Background: an optimization exercise with open tools, aiming at small area. Do not read the settings as production practice.
In this exercise RTL edits were held to simulation tests only and were not proved equivalent to the original.
Power figures rest on the tool's default switching activity, not on a simulated workload.

Design mx_caster, start of the top module:
module mx_caster (
    input  wire         clk,
    input  wire         rst,
    input  wire         in_valid,
    input  wire [3:0]   fmt,
    input  wire         src_fp16,
    input  wire [511:0] in_data,
    output reg          out_valid,
    output reg  [7:0]   out_scale,
    output reg  [255:0] out_elems,
    output reg  [5:0]   out_sat
);
Size in the first run: roughly 8600 cells after synthesis, about 49000 um2 of cells after synthesis.
export LEC_CHECK = 0
export CAP_MARGIN = 35
export CORE_MARGIN = 2
export CORE_UTILIZATION = 40
export CTS_BUF_LIST = sky130_fd_sc_hd__clkbuf_8
export CTS_CLUSTER_DIAMETER = 80
export CTS_CLUSTER_SIZE = 12
export SLEW_MARGIN = 35
create_clock -name core_clock -period 50.0 [get_ports {clk}]
standard.sh (not shown) runs the stock make flow with config.mk's settings and CLKGATE_MAP_FILE= SYNTH_SCRIPT=/design/flow/synth_recipe.tcl, a recipe that flattens the netlist after the stock synthesis.
==> flow/flow/run.sh <==
#!/bin/bash
# Own layout flow: the standard layout (standard.sh), with these changes.
#  - Synthesis is the standard synthesis script (synth_recipe.tcl and ORFS's
#    synth.tcl) with another ABC script, without the Kogge-Stone carry mapping
#    and with ADDER_MAP_FILE empty (no adder cells placed before ABC). It runs
#    once for each flow/abc_*.script, in parallel, and the netlist with the
#    smallest cell area goes on to the layout (SYNTH_NETLIST_FILES).
#  - Ports are buffered with sky130_fd_sc_hd__buf_1.
# Each tool's output goes to a log in this folder: own/<script>/..., own/*.log,
# flow.log and orfs/logs.
set -euo pipefail
W=$(pwd)
F=${FLOW_HOME:-/OpenROAD-flow-scripts/flow}
mkdir -p "$W/own"
pids=()
names=()
for s in "$W"/flow/abc_*.script; do
  n=$(basename "$s" .script)
  names+=("$n")
  sed -e "s#^source \$::env(SCRIPTS_DIR)/synth_preamble.tcl\$#&\nset abc_args [list -script $s {*}\$lib_args {*}\$lib_dont_use_args]#" \
      -e 's#"-extra-map $::env(FLOW_HOME)/platforms/common/lcu_kogge_stone.v"#""#' \
      "$F/scripts/synth.tcl" > "$W/own/core_$n.tcl"
  grep -q "$s" "$W/own/core_$n.tcl"
  if grep -q lcu_kogge_stone "$W/own/core_$n.tcl"; then echo "patch failed" >&2; exit 1; fi
  sed -e "s#\$::env(SCRIPTS_DIR)/synth.tcl#$W/own/core_$n.tcl#" "$W/synth_recipe.tcl" > "$W/own/synth_$n.tcl"
  grep -q "own/core_$n.tcl" "$W/own/synth_$n.tcl"
  make -C "$F" DESIGN_CONFIG="$W/config.mk" WORK_HOME="$W/own/$n" CLKGATE_MAP_FILE= \
      "SYNTH_SCRIPT=$W/own/synth_$n.tcl" "ADDER_MAP_FILE=" synth > "$W/own/$n.log" 2>&1 &
  pids+=($!)
done
for i in "${!pids[@]}"; do
  n=${names[$i]}
  if wait "${pids[$i]}"; then
    st="$W/own/$n/reports/sky130hd/mx_caster/base/synth_stat.txt"
    a=$(grep -E "Chip area for module" "$st" 2>/dev/null | tail -1 | awk '{print $NF}' || true)
    [[ -n "$a" ]] && echo "$n $a" >> "$W/own/areas.txt"
  else
    echo "$n failed" >> "$W/own/failed.txt"
  fi
done
# the smallest netlist, among those within 20% of the median (a guard against
# a script that lost logic)
best=$(awk '{print $2, $1}' "$W/own/areas.txt" | sort -g | awk '{a[NR]=$1; n[NR]=$2} END {m=a[int((NR+1)/2)]; for (i=1;i<=NR;i++) if (a[i] >= 0.8*m) {print n[i]; exit}}')
[[ -n "$best" ]]
echo "best $best" >> "$W/own/best.txt"
cp "$W/own/$best/results/sky130hd/mx_caster/base/1_2_yosys.v" "$W/own/netlist.v"
bash "$W/standard.sh" "SYNTH_NETLIST_FILES=$W/own/netlist.v" \
    "BUFFER_PORTS_ARGS=-buffer_cell sky130_fd_sc_hd__buf_1" finish > "$W/flow.log" 2>&1
==> flow/flow/abc_f17.script <==
strash
&get -n
&deepsyn -T 1200 -S 17
&put
dch -f
amap -x -A 32 -F 16
topo
==> flow/flow/abc_f19.script <==
strash
&get -n
&deepsyn -T 1200 -S 19
&put
dch -f
amap -x -A 32 -F 16
topo
==> flow/flow/abc_f3.script <==
strash
&get -n
&deepsyn -T 1200 -S 3
&put
dch -f
amap -x -A 32 -F 16
topo
==> flow/flow/abc_f41.script <==
strash
&get -n
&deepsyn -T 1200 -S 41
&put
dch -f
amap -x -A 32 -F 16
topo
==> flow/flow/abc_f43.script <==
strash
&get -n
&deepsyn -T 1200 -S 43
&put
dch -f
amap -x -A 32 -F 16
topo
==> flow/flow/abc_f47.script <==
strash
&get -n
&deepsyn -T 1200 -S 47
&put
dch -f
amap -x -A 32 -F 16
topo
==> flow/flow/abc_f53.script <==
strash
&get -n
&deepsyn -T 1200 -S 53
&put
dch -f
amap -x -A 32 -F 16
topo
==> flow/flow/abc_f59.script <==
strash
&get -n
&deepsyn -T 1200 -S 59
&put
dch -f
amap -x -A 32 -F 16
topo
Rerun with:
==> flow/flow/abc_s19.script (new file) <==
strash
&get -n
&fraig -x
&put
scorr
dc2
dretime
strash
&get -n
&dch -f
&nf -R 1000
&put
strash
dch -f
amap
topo
==> flow/flow/abc_s24.script (new file) <==
strash
&get -n
&fraig -x
&put
scorr
dc2
dretime
strash
dch -f
amap -m
topo
==> flow/flow/abc_s25.script (new file) <==
strash
&get -n
&fraig -x
&put
scorr
dc2
dretime
strash
dch -f
amap
strash
dch -f
amap
topo
==> flow/flow/abc_s27.script (new file) <==
strash
&get -n
&fraig -x
&put
scorr
dc2
dc2
dretime
strash
dch -f
amap -F 2 -A 8
topo
- CAP_MARGIN: 35 -> 20
- CORE_UTILIZATION: 40 -> 50
- SLEW_MARGIN: 35 -> 20
removed: flow/flow/abc_f17.script
removed: flow/flow/abc_f19.script
removed: flow/flow/abc_f3.script
removed: flow/flow/abc_f41.script
removed: flow/flow/abc_f43.script
removed: flow/flow/abc_f47.script
removed: flow/flow/abc_f53.script
removed: flow/flow/abc_f59.script
Via count came out lower by 0.86%.
Design area came out higher by 2.3%.
Sequential power came out lower by 9.6%.
Setup slack improved by 0.29 ns.
Rerun with:
==> flow/flow/abc_k1.script (new file) <==
strash
&get -n
&deepsyn -T 550 -S 59
&deepsyn -T 550 -S 61
&deepsyn -T 550 -S 67
&deepsyn -T 550 -S 3
&put
dch -f
amap -x -A 32 -F 16
topo
==> flow/flow/abc_k2.script (new file) <==
strash
&get -n
&deepsyn -T 550 -S 3
&deepsyn -T 550 -S 11
&deepsyn -T 550 -S 5
&deepsyn -T 550 -S 89
&put
dch -f
amap -x -A 32 -F 16
topo
==> flow/flow/abc_k3.script (new file) <==
strash
&get -n
&deepsyn -T 550 -S 97
&deepsyn -T 550 -S 101
&deepsyn -T 550 -S 103
&deepsyn -T 550 -S 107
&put
dch -f
amap -x -A 32 -F 16
topo
==> flow/flow/abc_k4.script (new file) <==
strash
&get -n
&deepsyn -T 550 -S 109
&deepsyn -T 550 -S 113
&deepsyn -T 550 -S 127
&deepsyn -T 550 -S 131
&put
dch -f
amap -x -A 32 -F 16
topo
==> flow/flow/abc_k5.script (new file) <==
strash
&get -n
&deepsyn -T 550 -S 59
&deepsyn -T 550 -S 3
&deepsyn -T 550 -S 11
&deepsyn -T 550 -S 5
&put
dch -f
amap -x -A 32 -F 16
topo
==> flow/flow/abc_k6.script (new file) <==
strash
&get -n
&deepsyn -T 550 -S 137
&deepsyn -T 550 -S 139
&deepsyn -T 550 -S 149
&deepsyn -T 550 -S 151
&put
dch -f
amap -x -A 32 -F 16
topo
==> flow/flow/abc_k7.script (new file) <==
strash
&get -n
&deepsyn -T 550 -S 157
&deepsyn -T 550 -S 163
&deepsyn -T 550 -S 167
&deepsyn -T 550 -S 173
&put
dch -f
amap -x -A 32 -F 16
topo
==> flow/flow/abc_k8.script (new file) <==
strash
&get -n
&deepsyn -T 550 -S 179
&deepsyn -T 550 -S 181
&deepsyn -T 550 -S 191
&deepsyn -T 550 -S 193
&put
dch -f
amap -x -A 32 -F 16
topo
- CAP_MARGIN: 20 -> 25
- CORE_UTILIZATION: 50 -> 40
- SLEW_MARGIN: 20 -> 25
removed: flow/flow/abc_s19.script
removed: flow/flow/abc_s24.script
removed: flow/flow/abc_s25.script
removed: flow/flow/abc_s27.script
Outcome:
- The new run went through all stages and came out clean
- sequential power is higher by 11%
- via count climbs by about 1.3%
- first-iteration DRC count climbs by about 6%
- clock power grows by about 17%
- final cell count goes down by 0.88%
- flip-flop and latch count is unchanged
- worst hold slack loses 0.088 ns
- combinational power rises by about 37%
Rerun with:
==> flow/flow/abc_d0.script (new file) <==
strash
&get -n
&deepsyn -T 900 -S 3
&put
dch -f
amap
topo
==> flow/flow/abc_d1.script (new file) <==
strash
&get -n
&deepsyn -T 900 -S 2
&put
dch -f
amap
topo
==> flow/flow/abc_d2.script (new file) <==
strash
&get -n
&deepsyn -T 900 -S 7
&put
dch -f
amap
topo
==> flow/flow/abc_d3.script (new file) <==
strash
&get -n
&fraig -x
&put
scorr
dc2
dretime
strash
&get -n
&deepsyn -T 900 -S 5
&put
dch -f
amap
topo
==> flow/flow/abc_d4.script (new file) <==
strash
&get -n
&deepsyn -T 900 -S 11
&put
dch -f
amap
topo
==> flow/flow/abc_s19.script (new file) <==
strash
&get -n
&fraig -x
&put
scorr
dc2
dretime
strash
&get -n
&dch -f
&nf -R 1000
&put
strash
dch -f
amap
topo
==> flow/flow/abc_s25.script (new file) <==
strash
&get -n
&fraig -x
&put
scorr
dc2
dretime
strash
dch -f
amap
strash
dch -f
amap
topo
==> flow/flow/abc_s27.script (new file) <==
strash
&get -n
&fraig -x
&put
scorr
dc2
dc2
dretime
strash
dch -f
amap -F 2 -A 8
topo
- CAP_MARGIN: 25 -> 20
- CORE_UTILIZATION: 40 -> 50
- CTS_BUF_LIST: sky130_fd_sc_hd__clkbuf_8 -> sky130_fd_sc_hd__clkbuf_4
- CTS_CLUSTER_DIAMETER: 80 -> not set
- CTS_CLUSTER_SIZE: 12 -> not set
- SLEW_MARGIN: 25 -> 20
removed: flow/flow/abc_k1.script
removed: flow/flow/abc_k2.script
removed: flow/flow/abc_k3.script
removed: flow/flow/abc_k4.script
removed: flow/flow/abc_k5.script
removed: flow/flow/abc_k6.script
removed: flow/flow/abc_k7.script
removed: flow/flow/abc_k8.script
=> Routed wire length goes down by about 5%; utilization goes up by 11 points; count of clock-buffer cells in the layout goes up by 82; power goes up by about 9%.
Rerun with:
==> flow/flow/abc_e11.script (new file) <==
strash
&get -n
&deepsyn -T 1200 -S 11
&put
dch -f
amap
topo
==> flow/flow/abc_e13.script (new file) <==
strash
&get -n
&deepsyn -T 1200 -S 13
&put
dch -f
amap
topo
==> flow/flow/abc_e17.script (new file) <==
strash
&get -n
&deepsyn -T 1200 -S 17
&put
dch -f
amap
topo
==> flow/flow/abc_e2.script (new file) <==
strash
&get -n
&deepsyn -T 1200 -S 2
&put
dch -f
amap
topo
==> flow/flow/abc_e3.script (new file) <==
strash
&get -n
&deepsyn -T 1200 -S 3
&put
dch -f
amap
topo
==> flow/flow/abc_e7.script (new file) <==
strash
&get -n
&deepsyn -T 1200 -S 7
&put
dch -f
amap
topo
==> flow/flow/abc_s24.script (new file) <==
strash
&get -n
&fraig -x
&put
scorr
dc2
dretime
strash
dch -f
amap -m
topo
- CTS_BUF_LIST: sky130_fd_sc_hd__clkbuf_4 -> sky130_fd_sc_hd__clkbuf_8
- CTS_CLUSTER_DIAMETER: not set -> 80
- CTS_CLUSTER_SIZE: not set -> 12
removed: flow/flow/abc_d0.script
removed: flow/flow/abc_d1.script
removed: flow/flow/abc_d2.script
removed: flow/flow/abc_d3.script
removed: flow/flow/abc_d4.script
removed: flow/flow/abc_s19.script
removed: flow/flow/abc_s27.script
Outcome: The new run completed with no timing, DRC or antenna violations; hold slack gains 0.33 ns; total power grows by 2.2%; synthesized cell count shrinks by 0.48%; via count shrinks by 1.7%; wire length shrinks by 3.3%; count of clock-buffer cells in the layout shrinks by 85; worst setup slack gains 2.3 ns; clock power shrinks by 36%.
Rerun with:
==> flow/flow/abc_f17.script (new file) <==
strash
&get -n
&deepsyn -T 1200 -S 17
&put
dch -f
amap -x -A 32 -F 16
topo
==> flow/flow/abc_f19.script (new file) <==
strash
&get -n
&deepsyn -T 1200 -S 19
&put
dch -f
amap -x -A 32 -F 16
topo
==> flow/flow/abc_f2.script (new file) <==
strash
&get -n
&deepsyn -T 1200 -S 2
&put
dch -f
amap -x -A 32 -F 16
topo
==> flow/flow/abc_f29.script (new file) <==
strash
&get -n
&deepsyn -T 1200 -S 29
&put
dch -f
amap -x -A 32 -F 16
topo
==> flow/flow/abc_f3.script (new file) <==
strash
&get -n
&deepsyn -T 1200 -S 3
&put
dch -f
amap -x -A 32 -F 16
topo
==> flow/flow/abc_f31.script (new file) <==
strash
&get -n
&deepsyn -T 1200 -S 31
&put
dch -f
amap -x -A 32 -F 16
topo
==> flow/flow/abc_f37.script (new file) <==
strash
&get -n
&deepsyn -T 1200 -S 37
&put
dch -f
amap -x -A 32 -F 16
topo
==> flow/flow/abc_f41.script (new file) <==
strash
&get -n
&deepsyn -T 1200 -S 41
&put
dch -f
amap -x -A 32 -F 16
topo
- CORE_UTILIZATION: 50 -> 40
removed: flow/flow/abc_e11.script
removed: flow/flow/abc_e13.script
removed: flow/flow/abc_e17.script
removed: flow/flow/abc_e2.script
removed: flow/flow/abc_e3.script
removed: flow/flow/abc_e7.script
removed: flow/flow/abc_s24.script
removed: flow/flow/abc_s25.script
Outcome: Area after synthesis shrinks slightly; flip-flop and latch count stays the same; sequential share of layout area hardly moves; global-route usage shrinks by 9.7 points.

Setup of job 9566:
The RTL this note starts from:
==> flow/design.v <==
module mx_unpack (
    input  wire [511:0] in_data,
    output reg  [7:0]   emax8,
    output wire [9:0]   om
);
    reg [31:0] alive;
    reg [31:0] bits;
    reg        any;
    reg [9:0]  o;
    integer b, k;
    always @(*) begin
        alive = {32{1'b1}};
        for (b = 7; b >= 0; b = b - 1) begin
            for (k = 0; k < 32; k = k + 1) bits[k] = in_data[16*k + 7 + b];
            any = |(alive & bits);
            emax8[b] = any;
            if (any) alive = alive & bits;
        end
        o = 10'd0;
        for (k = 0; k < 32; k = k + 1) o = o | in_data[16*k +: 10];
    end
    assign om = o;
endmodule
module mx_quant (
    input  wire [15:0] d,
    input  wire        fp16,
    input  wire [9:0]  cc,       
    input  wire        nan,      
    input  wire [2:0]  mq,       
    input  wire [2:0]  sm2,      
    input  wire [2:0]  sm,       
    input  wire        f_int,
    input  wire        f_e4m3,
    input  wire        f_e5m2,
    input  wire        f_fp6,
    input  wire        f_fp4,
    input  wire        f_fp8,
    output wire [7:0]  el,
    output wire        sat
);
    wire s = d[15] & ~nan;
    wire h = (|d[14:10]) | (~fp16 & (|d[9:7]));
    wire [10:0] sig = {fp16 & h, fp16 & d[9], fp16 & d[8], fp16 ? d[7] : h, d[6:0]};
    wire z8 = ~|sig[10:3];
    wire [10:0] n1 = {sig[10:8] | ({3{z8}} & sig[2:0]), sig[7:3], sig[2:0] & {3{~z8}}};
    wire z4 = ~|n1[10:7];
    wire [10:0] n2 = {n1[10:7] | ({4{z4}} & n1[6:3]), z4 ? n1[2:0] : n1[6:4], n1[3:0] & {4{~z4}}};
    wire z2 = ~|n2[10:9];
    wire [10:0] n3 = {n2[10:9] | ({2{z2}} & n2[8:7]), z2 ? n2[6:0] : n2[8:2], n2[1:0] & {2{~z2}}};
    wire z1 = ~n3[10];
    wire [10:0] nn = {n3[10] | n3[9], z1 ? n3[8:0] : n3[9:1], n3[0] & ~z1};
    wire [3:0] shn = {z8, z4, z2, z1};
    wire nz = nn[10];
    wire [7:0] e8 = fp16 ? {3'b000, d[14:10]} : d[14:7];
    wire [9:0] esub = (fp16 ? 10'd1 : 10'd4) - {6'b0, shn};
    wire [9:0] ein = {2'b0, e8} | (esub & {10{~h}});
    wire [9:0] ef = ein - cc;
    wire neg = ef[9];
    wire normal = nz & ~nan & ~neg & (|ef[8:0]);
    wire [9:0] nef = ~ef;
    wire flush = nan | ~nz | (neg & ((|nef[8:3]) | (nef[2:0] >= mq)));
    wire [2:0] ssub = sm2 + nef[2:0];
    wire [2:0] sa = flush ? 3'd7 : (normal ? sm : ssub);
    wire [4:0] eh = normal ? ef[4:0] : {4'b0000, nz};
    wire [14:0] v = {eh, nn[9:0]};
    wire [10:0] y0 = v[14:4];
    wire g0 = v[3];
    wire t0 = |v[2:0];
    wire [10:0] y1 = sa[2] ? {4'd0, y0[10:4]} : y0;
    wire g1 = sa[2] ? y0[3] : g0;
    wire t1 = sa[2] ? (|y0[2:0] | g0 | t0) : t0;
    wire [10:0] y2 = sa[1] ? {2'd0, y1[10:2]} : y1;
    wire g2 = sa[1] ? y1[1] : g1;
    wire t2 = sa[1] ? (y1[0] | g1 | t1) : t1;
    wire [7:0] cp = sa[0] ? y2[8:1] : y2[7:0];
    wire g3 = sa[0] ? y2[0] : g2;
    wire t3 = sa[0] ? (g2 | t2) : t2;
    wire guard = ~flush & g3;
    wire rnd = guard & (t3 | cp[0]);
    wire top_e4m3 = &cp[6:1];
    wire top_e5m2 = &cp[6:3] & &cp[1:0];
    wire top_fp6  = &cp[4:0];
    wire top_fp4  = &cp[2:0];
    wire top_int  = &cp[6:0];
    assign sat = (f_e4m3 & top_e4m3 & (cp[0] | rnd))
               | (rnd & ((f_e5m2 & top_e5m2) | (f_fp6 & top_fp6) | (f_fp4 & top_fp4) | (f_int & top_int)));
    wire rnd_e = rnd & ~sat;
    wire sn = s & f_int;
    wire [7:0] x = cp ^ {8{sn}};
    wire [7:0] code = x + {7'd0, rnd_e ^ sn};
    wire [7:0] code_f = {code[7:1], code[0] & ~(f_e4m3 & sat)};
    assign el = code_f | {f_fp8 & s, 1'b0, f_fp6 & s, 1'b0, f_fp4 & s, 3'b000};
endmodule
module mx_caster (
    input  wire         clk,
    input  wire         rst,
    input  wire         in_valid,
    input  wire [3:0]   fmt,
    input  wire         src_fp16,
    input  wire [511:0] in_data,
    output reg          out_valid,
    output reg  [7:0]   out_scale,
    output reg  [255:0] out_elems,
    output reg  [5:0]   out_sat
);
    wire f_e4m3 = (fmt == 4'd5);
    wire f_e5m2 = (fmt == 4'd6);
    wire f_e2m3 = (fmt == 4'd7);
    wire f_e3m2 = (fmt == 4'd8);
    wire f_e2m1 = (fmt == 4'd9);
    wire f_int  = (fmt == 4'd10);
    wire f_fp8  = f_e4m3 | f_e5m2;
    wire f_fp6  = f_e2m3 | f_e3m2;
    wire f_fp4  = f_e2m1;
    reg [4:0] topef;      
    reg [3:0] emax;
    reg [2:0] sm;         
    always @(*) begin
        topef = 5'd15; emax = 4'd8; sm = 3'd3;
        if (f_e5m2) begin topef = 5'd30; emax = 4'd15; sm = 3'd4; end
        if (f_e2m3) begin topef = 5'd3;  emax = 4'd2;  sm = 3'd3; end
        if (f_e3m2) begin topef = 5'd7;  emax = 4'd4;  sm = 3'd4; end
        if (f_e2m1) begin topef = 5'd3;  emax = 4'd2;  sm = 3'd5; end
        if (f_int)  begin topef = 5'd1;  emax = 4'd0;  sm = 3'd0; end
    end
    wire [7:0] emax8;
    wire [9:0] om;
    mx_unpack u_red (.in_data(in_data), .emax8(emax8), .om(om));
    wire fp16 = src_fp16;
    wire [7:0] traw = fp16 ? {3'd0, emax8[7:3]} : emax8;
    wire nan = fp16 ? (&emax8[7:3]) : (&emax8);
    wire [9:0] omf = fp16 ? om : {3'd0, om[6:0]};
    reg [3:0] ol;
    integer k;
    always @(*) begin
        ol = 4'd0;
        for (k = 0; k < 10; k = k + 1) if (omf[k]) ol = k[3:0];
    end
    wire zero = (traw == 8'd0) & ~|omf;
    wire signed [9:0] tv = fp16 ? ($signed({6'd0, ol}) - 10'sd9) : ($signed({6'd0, ol}) - 10'sd6);
    wire signed [9:0] t  = (traw != 8'd0) ? $signed({2'd0, traw}) : tv;
    wire signed [9:0] te = t - $signed({6'd0, emax});
    wire signed [9:0] tc = (~fp16 & te[9]) ? $signed({6'd0, emax}) : t;
    wire [7:0] scale_f = (fp16 ? te + 10'sd112 : (te[9] ? 10'sd0 : te));
    wire [7:0] scale = zero ? 8'd0 : scale_f;
    wire [9:0] cc = tc - $signed({5'd0, topef});
    wire [2:0] mq = f_int ? 3'd6 : (3'd6 - sm);
    wire [255:0] elems;
    wire [31:0]  sats;
    genvar gi;
    generate
        for (gi = 0; gi < 32; gi = gi + 1) begin : g_el
            mx_quant u_q (
                .d(in_data[16*gi +: 16]), .fp16(fp16), .cc(cc), .nan(nan),
                .mq(mq), .sm(sm), .sm2(sm + 3'd2),
                .f_int(f_int), .f_e4m3(f_e4m3), .f_e5m2(f_e5m2),
                .f_fp6(f_fp6), .f_fp4(f_fp4), .f_fp8(f_fp8),
                .el(elems[8*gi +: 8]), .sat(sats[gi]));
        end
    endgenerate
    reg [5:0] nsat;
    always @(*) begin
        nsat = 6'd0;
        for (k = 0; k < 32; k = k + 1) nsat = nsat + {5'd0, sats[k]};
    end
    always @(posedge clk) begin
        if (rst) out_valid <= 1'b0;
        else     out_valid <= in_valid;
    end
    always @(posedge clk) begin
        out_scale <= nan ? 8'hFF : scale;
        out_elems <= elems;
        out_sat   <= nan ? 6'd32 : nsat;
    end
endmodule
==> flow/config.mk <==
export PLATFORM = sky130hd
export DESIGN_NAME = mx_caster
export DESIGN_NICKNAME = mx_caster
export VERILOG_FILES = /design/flow/design.v
export SDC_FILE = /design/flow/constraint.sdc
export NUM_CORES = 8
export LEC_CHECK = 0
export CAP_MARGIN = 0
export CORE_MARGIN = 2
export CORE_UTILIZATION = 40
export CTS_BUF_LIST = sky130_fd_sc_hd__clkbuf_4
export SLEW_MARGIN = 0
==> flow/constraint.sdc <==
create_clock -name core_clock -period 50.0 [get_ports {clk}]
set_input_delay 10.0000 -clock core_clock [delete_from_list [all_inputs] [get_ports {clk}]]
set_output_delay 10.0000 -clock core_clock [all_outputs]
set_load 0.01 [all_outputs]
==> flow/flow/run.sh <==
#!/bin/bash
# Own layout flow: the standard layout (standard.sh) with three changes.
#  - Synthesis is the standard synthesis script with another ABC script
#    (flow/abc_area.script, area-oriented) and without the Kogge-Stone carry
#    mapping; ADDER_MAP_FILE is empty, so no adder cells are placed before ABC.
#  - Ports are buffered with sky130_fd_sc_hd__buf_1.
# Every tool's output goes to logs in this folder (flow.log and orfs/logs).
set -euo pipefail
W=$(pwd)
F=${FLOW_HOME:-/OpenROAD-flow-scripts/flow}
mkdir -p "$W/own"
sed -e "s#^source \$::env(SCRIPTS_DIR)/synth_preamble.tcl\$#&\nset abc_args [list -script $W/flow/abc_area.script {*}\$lib_args {*}\$lib_dont_use_args]#" \
    -e 's#"-extra-map $::env(FLOW_HOME)/platforms/common/lcu_kogge_stone.v"#""#' \
    "$F/scripts/synth.tcl" > "$W/own/synth_core.tcl"
sed -e "s#\$::env(SCRIPTS_DIR)/synth.tcl#$W/own/synth_core.tcl#" "$W/synth_recipe.tcl" > "$W/own/synth.tcl"
grep -q "abc_area.script" "$W/own/synth_core.tcl"
if grep -q lcu_kogge_stone "$W/own/synth_core.tcl"; then echo "patch failed" >&2; exit 1; fi
grep -q "own/synth_core.tcl" "$W/own/synth.tcl"
bash "$W/standard.sh" "SYNTH_SCRIPT=$W/own/synth.tcl" "ADDER_MAP_FILE=" \
    "BUFFER_PORTS_ARGS=-buffer_cell sky130_fd_sc_hd__buf_1" finish > "$W/flow.log" 2>&1
==> flow/flow/abc_area.script <==
strash
&get -n
&fraig -x
&put
scorr
dc2
dretime
strash
&get -n
&dch -f
&nf -R 1000
&put
Changes in job 1115 relative to job 9566:
Settings: removing CTS_BUF_LIST (formerly sky130_fd_sc_hd__clkbuf_4); changing CAP_MARGIN from 0 to 20; changing SLEW_MARGIN from 0 to 20.
--- outcome ---
- For job 9566, the cell with the largest stage delay on the worst path was o21ai_0, unlike job 1115, where it was nor2_4.
- Job 9566 -> job 1115: critical path depth in cells increased slightly
- Per the comparison of job 1115 with job 9566, ratio of total power to cell area moved up; detailed-route wire length per cell moved up; count of plain and timing-repair buffers level.
- Met2 wire length delta (job 1115 -> job 9566): insignificant
- Against job 9566, job 1115 comes in 0.59 points higher on synthesis-to-finish area growth.
- Changes observed in job 1115 relative to job 9566: minimum clock period after layout increased by 0.35 ns relative to the old numbers; setup slack decreased by 0.35 ns relative to the old numbers.
- Delay of the slowest critical-path stage delta for job 1115 relative to job 9566: 0.20 ns lower
- According to the power report, total power for job 1115 is higher than for job 9566.
- On job 1115: remaining max-slew budget at the tightest pin is 7.9 points higher than what job 9566 gave.

## afterwards: timing with drivers on the ports
The flow's constraints put no driver on any port. The routed layouts listed below were extracted and timed again, unchanged, in two steps.
Step 1 sets driving cells, clkbuf_16 on the clock port and buf_2 on the other inputs (assumed; they add their load-dependent delay and slew).
Step 2, shift: input delay + t, output delay - t, t = (earliest + latest rising clock arrival at the registers) / 2. This alone moves slack from input paths to output paths.
Slacks: no drivers / after step 1 / after step 2; pairs: no drivers / after step 1.
run	t (ns)	setup slack, ns	hold slack, ns	worst setup path at the end
the first run of note 1	0.833	9.526 / 9.585 / 8.752	9.414 / 9.352 / 10.185	input to register
the second run of note 1	0.809	9.819 / 9.775 / 8.966	9.455 / 9.398 / 10.207	input to register
the third run of note 1	0.860	7.980 / 8.035 / 7.175	9.367 / 9.307 / 10.167	input to register
the fourth run of note 1	1.123	7.184 / 7.242 / 6.119	9.092 / 9.031 / 10.154	input to register
the fifth run of note 1	0.851	9.518 / 9.517 / 8.665	9.420 / 9.360 / 10.212	input to register
the sixth run of note 1	0.810	10.524 / 10.524 / 9.713	9.419 / 9.372 / 10.183	input to register
job 9566	1.118	13.487 / 13.521 / 12.404	9.090 / 9.045 / 10.162	input to register
job 1115	0.709	13.141 / 13.203 / 12.494	9.527 / 9.463 / 10.172	input to register
After both steps setup and hold are still met in every run listed. The setup slack of job 9566, which loses most, moves by +0.034 ns with the drivers and by -1.083 ns with both steps.
